This is an optimization exercise on Yosys and OpenROAD, whose aim is small area and a short achievable clock period, not a production implementation.
Where RTL was checked, it was by simulation tests only, not by an equivalence proof against the original.

Setup of job 6311:
Design reel_block_rx, start of the top module:
module reel_block_rx (
  input  wire        clk,
  input  wire        rst,
  input  wire [39:0] in_data,
  input  wire        in_valid,
  output reg  [39:0] out_data,
  output reg         out_valid,
  output reg         stat_valid,
  output reg         stat_hdr_ok,
  output reg  [7:0]  stat_blk,
  output reg  [7:0]  stat_seq,
  output reg         stat_clean_a,
  output reg         stat_clean_b
);
  localparam [47:0] CLAPPER  = 48'hF3A6_0C59_D21E;
  localparam [57:0] SCR_INIT = 58'h2C5_9A37_E1D0_64BB;
  function [15:0] crc16_40(input [15:0] c_in, input [39:0] bits);
    integer i;
    reg [15:0] c;
    reg        fb;
    begin
      c = c_in;
      for (i = 39; i >= 0; i = i - 1) begin
        fb = c[15] ^ bits[i];
        c  = {c[14:0], 1'b0} ^ (fb ? 16'h1021 : 16'h0000);
      end
      crc16_40 = c;
    end
  endfunction
  function [97:0] scramble40(input [57:0] s_in);
    integer i;
    reg [57:0] s;
    reg [39:0] ks;
    reg        f;
    begin
      s = s_in;
      for (i = 39; i >= 0; i = i - 1) begin
        f     = s[57] ^ s[38];
        ks[i] = f;
  ...
make LEC_CHECK=0 CAP_MARGIN=20 CORE_MARGIN=2 CORE_UTILIZATION=75 CTS_CLUSTER_DIAMETER=60 CTS_CLUSTER_SIZE=30 SETUP_SLACK_MARGIN=4.6 SLEW_MARGIN=20 finish   # period 7.0 ns
run.sh (not shown) runs the stock make flow with config.mk's settings and CLKGATE_MAP_FILE= SYNTH_SCRIPT=/design/flow/synth_recipe.tcl, a recipe that flattens the netlist after the stock synthesis.
Job 6311 went all the way through the flow, and no timing, DRC or antenna check failed.
[inputs] job 7840 vs job 6311
- CAP_MARGIN now 5, was 20
- SLEW_MARGIN now 5, was 20
- CTS_CLUSTER_DIAMETER now 100, was 60
- CTS_CLUSTER_SIZE now 20, was 30
- SETUP_SLACK_MARGIN now 4.55, was 4.6
Notes after the runs:
Job 6311 → job 7840: final instance count without filler cells fell 97, met3 wire length moved down. Delta (job 7840 minus job 6311): total area of sequential cells comparable; via count went down by 1125. Against job 6311, job 7840 reports a number of fill cells in the layout that is higher. Run comparison: job 7840 worst setup path endpoint out_data[14]; job 6311 worst setup path endpoint out_data[12]. Job 6311 leaves less setup margin than job 7840. Summary of job 7840 over job 6311: combined global-route utilization of all metal layers decreased by 0.77 points relative to the old numbers; routed wire length decreased by 2.5% relative to the old numbers.
Changes in job 2429 relative to job 7840:
- CAP_MARGIN changed from 5 to 20
- SLEW_MARGIN changed from 5 to 20
- CTS_BUF_LIST newly set to sky130_fd_sc_hd__clkbuf_16 sky130_fd_sc_hd__clkbuf_8
Findings:
No run among job 7840 and job 2429 stopped early or left any final violation; all are clean. On design area, job 7840 tracks job 2429 almost exactly. Violation count after the first detailed-routing iteration went down by a few percent going from job 7840 to job 2429. The final critical-path share of the clock period on job 2429 is in line with that on job 7840. | largest net degree at the start of global routing | job 2429 vs job 7840 | ≈ equal |. Utilization delta (job 7840 -> job 2429): insignificant.
The following lists how job 2534 was set up differently from job 2429:
- SETUP_SLACK_MARGIN changed from 4.55 to 4.6
- CTS_BUF_LIST removed (was sky130_fd_sc_hd__clkbuf_16 sky130_fd_sc_hd__clkbuf_8)
- CORE_UTILIZATION changed from 75 to 60
Results
Taking job 2534 as 1.0, job 2429 lands at 0.945 on number of gates resized after cts.
out_data[14] as the launch point of the worst path was reported by job 2429, and out_data[31] by job 2534.
In job 2534 the proportion of cell area occupied by multi-input gates turned out 0.20 points lower than in job 2429.
Looking only at floorplan core area, and setting everything else aside, the higher value of job 2534 and job 2429 goes to job 2534.
Global-route wire length before repair of job 2534 exceeds that of job 2429 by a few percent.
Non-clock buffer count in the final layout in job 2534 is about 8% higher than in job 2429
| routed wirelength normalized by instance count | higher: job 2534 |
[inputs] job 8666 vs job 2534
- changing CORE_UTILIZATION from 60 to 75
- changing SETUP_SLACK_MARGIN from 4.6 to 4.7
Findings:
In the tables for job 2534 and job 8666, sequential share of layout area reads lower with job 8666.
In the reports for job 2534 and job 8666, the larger met3 demand-to-capacity share in global routing belongs to job 8666.
Compared to job 2534, job 8666 leaves less free space in the core.
In the tables for job 2534 and job 8666, worst slew slack as a fraction of its limit reads lower with job 8666.
Here is what was changed in the inputs of job 7472 compared with job 8666.
- swapping 20 for 0 in CAP_MARGIN
- swapping 20 for 0 in SLEW_MARGIN
- swapping 4.7 for 4.55 in SETUP_SLACK_MARGIN
### Flow results
Area growth from synthesis to layout in job 7472 is 1.9 points lower than in job 8666
Job 7472 reached the final stage; the timing, design-rule and antenna checks on its layout passed.
Going from job 8666 to job 7472, routed metal-1 wirelength shrank slightly.
Job 8666 reports its end point of the critical path as out_data[12] while job 7472 reports out_data[14].
The run showing the greater number of nets in the finished design is job 8666.
Delta (job 7472 minus job 8666): share of the cycle needed by the critical path after routing moved up.

---

Setup of v32:
reel_block_rx again, from the RTL that the note above started with.
Settings: LEC_CHECK=0, CAP_MARGIN=5, CORE_MARGIN=2, CORE_UTILIZATION=80, CTS_CLUSTER_DIAMETER=100, CTS_CLUSTER_SIZE=20, SETUP_SLACK_MARGIN=4.55, SLEW_MARGIN=5; clock period 7.0 ns.
#### Input delta (v36 over v32)
- putting GPL_ROUTABILITY_DRIVEN at 0 where nothing was set
- swapping 80 for 75 in CORE_UTILIZATION
### Flow results
- In the final reports, the cell area of v36 is larger than that of v32.
- Layout buffer count excluding clock buffers in v36 vs v32: up 15
- Clock-buffer cell count: higher on v36
- As far as number of H-tree levels goes, v32 and v36 are indistinguishable; the numbers are identical.
The following lists how v43 was set up differently from v36:
- SLEW_MARGIN: 5 -> 20
- CORE_UTILIZATION: 75 -> 70
- GPL_ROUTABILITY_DRIVEN: 0 -> unset
- CAP_MARGIN: 5 -> 20
Findings:
No stage failed in v43, and the final checks on the layout all came back clean. As of v43, die width had risen by a few percent compared to v36. Comparing v43 with v36, the placed instance area came out essentially unchanged. On multi-input combinational cell area, v43 and v36 are basically level. There was hardly any difference in growth of design area from synthesis to finish between v43 and v36. Routed wire in v43 totals less than in v36. v43 and v36 ended up with roughly the same design area. Measured against each other, v43 and v36 differ in global-route usage, the lower figure coming from v43. Relative to v36, first-pass GRT wire length decreased by 2.0 mm in v43. Going from v36 to v43, the data arrival at the endpoint of the critical path was found to have gone down by 0.03 ns.
Input changes introduced in v55 (baseline for comparison: v43):
- SETUP_SLACK_MARGIN now 4.5, was 4.55
- CORE_UTILIZATION now 75, was 70
## What came out
Cell type of the slowest stage on the worst timing path = sky130_fd_sc_hd__dfxtp_4: v55; cell type of the slowest stage on the worst timing path = sky130_fd_sc_hd__xnor3_2: v43
v43 → v55: met2 wire length shows a reduction of 2.0 mm; clock-buffer cell count shows an increase of 6; sum of net half-perimeters after detailed placement shows a reduction of about 1.5%.
v55: final area 0.47% below v43
flip-flop to flip-flop as the critical path class was reported by v43, and flip-flop to output port by v55.
For v30, these inputs were changed with respect to v55:
- putting PLACE_DENSITY at 0.85 where nothing was set
- swapping 4.5 for 4.55 in SETUP_SLACK_MARGIN
Changes observed in v30 relative to v55: global-route wire length before repair up about 0.9%; worst hold slack went down 0.0092 ns.
v30: number of antenna violations at the first check in global routing is 3 lower than what v55 reported.
v55 -> v30: cell area flat
v30 ends up with a routed wire length that is about 1.4% higher than in v55.
For v6, these inputs were changed with respect to v30:
- PLACE_DENSITY: 0.85 -> unset
### Flow results
Looking at v30 and v6, the final area is a wash. Comparing v30 and v6, the lower routed via count divided by cell count was measured on v6. Status: final layout net count parity (v6, v30).

---

## oak
Another version of the RTL of reel_block_rx (not shown whole).
For scale: about 6,700 cells after synthesis, about 100 I/O pins, about 75,000 µm² of cells after synthesis.
clock: 7.0 ns
lec_check: 0
cap_margin: 20
core_margin: 2
core_utilization: 60
setup_slack_margin: 4.2
slew_margin: 20
oak finished all stages; the layout is clean.
diff inputs: oak => cedar
Settings: swapping 4.2 for 4.0 in SETUP_SLACK_MARGIN; swapping 60 for 40 in CORE_UTILIZATION.
Results
- From oak to cedar the numbers moved as follows: worst hold slack -23 ps; timing-limited maximum frequency -about 3%.
- nor4_1 as the slowest cell on the critical path was reported by oak, and dfxtp_2 by cedar.
- Total routed wire length on the met1 layer: cedar > oak
- [cedar] area growth from synthesis to layout rose 1.4 points relative to oak
- Comparing cedar and oak, met1 capacity usage during global routing is lower on cedar.

---

Starting RTL as in the previous note.
make LEC_CHECK=0 ABC_AREA=1 CAP_MARGIN=20 CORE_MARGIN=2 CORE_UTILIZATION=40 SETUP_SLACK_MARGIN=4.0 SLEW_MARGIN=20 finish   # period 7.0 ns
Change:
Settings changed: ABC_AREA 1 to default, SETUP_SLACK_MARGIN 4.0 to 4.4.
Critical path depth is lower by 3; count of clock-buffer cells in the layout is higher by 1; core utilization is higher by 0.83 points; worst hold slack improves by 0.020 ns; first-iteration DRC count is lower by about 20%; register-to-register slack improves by 0.21 ns; worst setup slack improves by 0.15 ns; non-clock buffer count is higher by 67.

---

Another version of the RTL of reel_block_rx (not shown whole).
Size in the first run: about 6,600 cells after synthesis, about 1,200 flip-flops, about 100 I/O pins, roughly 0.074 mm2 of cells after synthesis.
Design reel_block_rx, start of the top module:
module reel_block_rx (
  input  wire        clk,
  input  wire        rst,
  input  wire [39:0] in_data,
  input  wire        in_valid,
  output reg  [39:0] out_data,
  output reg         out_valid,
  output reg         stat_valid,
  output reg         stat_hdr_ok,
  output reg  [7:0]  stat_blk,
  output reg  [7:0]  stat_seq,
  output reg         stat_clean_a,
  output reg         stat_clean_b
);
  localparam [47:0] CLAPPER  = 48'hF3A6_0C59_D21E;
  localparam [57:0] SCR_INIT = 58'h2C5_9A37_E1D0_64BB;
  function [15:0] crc16_40(input [15:0] c_in, input [39:0] bits);
    integer i;
    reg [15:0] c;
    reg        fb;
    begin
      c = c_in;
      for (i = 39; i >= 0; i = i - 1) begin
        fb = c[15] ^ bits[i];
        c  = {c[14:0], 1'b0} ^ (fb ? 16'h1021 : 16'h0000);
      end
      crc16_40 = c;
    end
  endfunction
  function [97:0] scramble40(input [57:0] s_in);
    integer i;
    reg [57:0] s;
    reg [39:0] ks;
    reg        f;
    begin
      s = s_in;
      for (i = 39; i >= 0; i = i - 1) begin
        f     = s[57] ^ s[38];
        ks[i] = f;
        s     = {s[56:0], f};
      end
      scramble40 = {s, ks};
    end
  endfunction
  localparam [97:0] SCR_W2 = scramble40(SCR_INIT);
  localparam [57:0] SCR2   = SCR_W2[97:40];
  wire take = in_valid && !rst;
  reg [8:0]  word;      
  reg [57:0] scr;
  wire [97:0] scr_adv = scramble40(scr);
  always @(posedge clk) begin
    if (rst) begin
      word <= 9'd0;
      scr  <= 58'd0;
    end else if (in_valid) begin
      if (word == 9'd447) begin
        word <= 9'd0;
        scr  <= 58'd0;
      end else begin
        word <= word + 9'd1;
        scr  <= (word == 9'd1) ? SCR2 : scr_adv[97:40];
      end
    end
  end
  ...
clock: 7.0 ns
lec_check: 0
cap_margin: 20
core_margin: 2
core_utilization: 40
slew_margin: 20
Next try:
--- a/flow/config.mk
+++ b/flow/config.mk
@@ -9,3 +9,4 @@
 export CORE_MARGIN = 2
 export CORE_UTILIZATION = 40
+export SETUP_SLACK_MARGIN = 4.5
 export SLEW_MARGIN = 20
Hold slack gets worse by 0.010 ns.
Register-to-register slack gets better by 1.1 ns.
Routed wire length rises by 3.0%.
Via count rises by about 1.7%.
Design area rises by 3.0%.
Utilization rises by 1.4 points.
Global-route usage rises by 0.74 points.
Maximum frequency rises by 35%.
Synthesized cell count is unchanged.
Sequential share of layout area falls by 1.0 points.

---

Another version of the RTL of reel_block_rx (not shown whole).
Size: about 6900 cells after synthesis, roughly 1300 flip-flops.
// reel_block_rx
module reel_block_rx (
  input  wire        clk,
  input  wire        rst,
  input  wire [39:0] in_data,
  input  wire        in_valid,
  output reg  [39:0] out_data,
  output reg         out_valid,
  output reg         stat_valid,
  output reg         stat_hdr_ok,
  output reg  [7:0]  stat_blk,
  output reg  [7:0]  stat_seq,
  output reg         stat_clean_a,
  output reg         stat_clean_b
);
  localparam [47:0] CLAPPER  = 48'hF3A6_0C59_D21E;
  localparam [57:0] SCR_INIT = 58'h2C5_9A37_E1D0_64BB;
  function [15:0] crc16_40(input [15:0] c_in, input [39:0] bits);
    integer i;
    reg [15:0] c;
    reg        fb;
    begin
      c = c_in;
      for (i = 39; i >= 0; i = i - 1) begin
        fb = c[15] ^ bits[i];
        c  = {c[14:0], 1'b0} ^ (fb ? 16'h1021 : 16'h0000);
      end
      crc16_40 = c;
    end
  endfunction
  function [97:0] scramble40(input [57:0] s_in);
    integer i;
    reg [57:0] s;
    reg [39:0] ks;
    reg        f;
    begin
      s = s_in;
      for (i = 39; i >= 0; i = i - 1) begin
        f     = s[57] ^ s[38];
        ks[i] = f;
        s     = {s[56:0], f};
      end
      scramble40 = {s, ks};
    end
  endfunction
  localparam [97:0] SCR_W2 = scramble40(SCR_INIT);
  localparam [57:0] SCR2   = SCR_W2[97:40];
  wire take = in_valid && !rst;
  reg [8:0]  word;      
  reg [57:0] scr;
  wire [97:0] scr_adv = scramble40(scr);
  always @(posedge clk) begin
    if (rst) begin
      word <= 9'd0;
      scr  <= 58'd0;
    end else if (in_valid) begin
      if (word == 9'd447) begin
        word <= 9'd0;
        scr  <= 58'd0;
      end else begin
        word <= word + 9'd1;
  ...
Settings: LEC_CHECK=0, CAP_MARGIN=20, CORE_MARGIN=2, CORE_UTILIZATION=60, CTS_CLUSTER_DIAMETER=100, CTS_CLUSTER_SIZE=20, SETUP_SLACK_MARGIN=4.5, SLEW_MARGIN=20; clock period 7.0 ns.
Next try:
CORE_UTILIZATION = 40   (was 60)
PLACE_DENSITY = 0.8   (was default)
Effect: Cell area increases by 1.1%. Area after synthesis is unchanged. Wire length drops by 0.44%. Sequential share of layout area goes down by 0.46 points. Die area rose by 49%. Count of clock-buffer cells in the layout fell by 3. Hold slack gets worse by 10 ps. Utilization went down by 22 points. First-iteration DRC count goes up by 2.7%.
Function was not checked in any run of this note: the RTL went through the layout flow alone.

## afterwards: timing with drivers on the ports
No port has a modelled driver above. Below, the same layouts with a new extraction and two added sets of constraints. Step 1 (the two cells are an assumption about what drives the block):
set clk [get_ports {clk}]
set_driving_cell -lib_cell sky130_fd_sc_hd__clkbuf_16 $clk
set_driving_cell -lib_cell sky130_fd_sc_hd__buf_2 [delete_from_list [all_inputs] $clk]
Step 2 times the ports against the registers' clock, not the clock port: input delays grow and output delays shrink by t, the midpoint of the rising clock arrivals with the driver on. a / b / c = no drivers / after step 1 / after step 2; a / b = the first two.
run	t (ns)	setup WS [ns]	worst register clock-pin slew, ns	worst slew at a driven data input, ns
job 6311	0.812	4.351 / 4.270 / 3.849	0.11 / 0.11	0.06
job 7840	0.758	4.428 / 4.346 / 3.854	0.10 / 0.10	0.05
job 2429	0.774	4.418 / 4.336 / 3.895	0.10 / 0.10	0.05
job 2534	0.790	4.395 / 4.319 / 3.854	0.10 / 0.10	0.05
job 8666	0.759	4.456 / 4.374 / 3.951	0.10 / 0.10	0.05
job 7472	0.758	4.428 / 4.346 / 3.854	0.10 / 0.10	0.05
v32	0.758	4.420 / 4.341 / 3.812	0.10 / 0.10	0.06
v36	0.759	4.404 / 4.342 / 3.749	0.10 / 0.10	0.06
v43	0.769	4.433 / 4.354 / 3.795	0.10 / 0.10	0.05
v55	0.767	4.377 / 4.292 / 3.781	0.10 / 0.10	0.05
v30	0.764	4.429 / 4.351 / 3.789	0.10 / 0.10	0.05
v6	0.772	4.419 / 4.336 / 3.892	0.09 / 0.09	0.05
oak	0.858	4.146 / 4.146 / 3.610	0.07 / 0.07	0.05
cedar	0.901	4.056 / 3.964 / 3.410	0.07 / 0.07	0.07
the first run of note 4	0.891	4.029 / 3.971 / 3.371	0.07 / 0.07	0.06
the second run of note 4	0.882	4.182 / 4.098 / 3.677	0.07 / 0.07	0.08
the first run of note 5	0.865	2.689 / 2.689 / 2.689	0.06 / 0.06	0.08
the second run of note 5	0.871	3.797 / 3.797 / 3.786	0.06 / 0.06	0.06
the first run of note 6	0.790	4.374 / 4.299 / 3.794	0.10 / 0.10	0.06
the second run of note 6	0.809	4.252 / 4.165 / 3.777	0.10 / 0.10	0.09
After both steps every run listed still meets setup and hold. The setup slack of the first run of note 4, which loses most, moves by -0.058 ns with the drivers and by -0.658 ns with both steps.
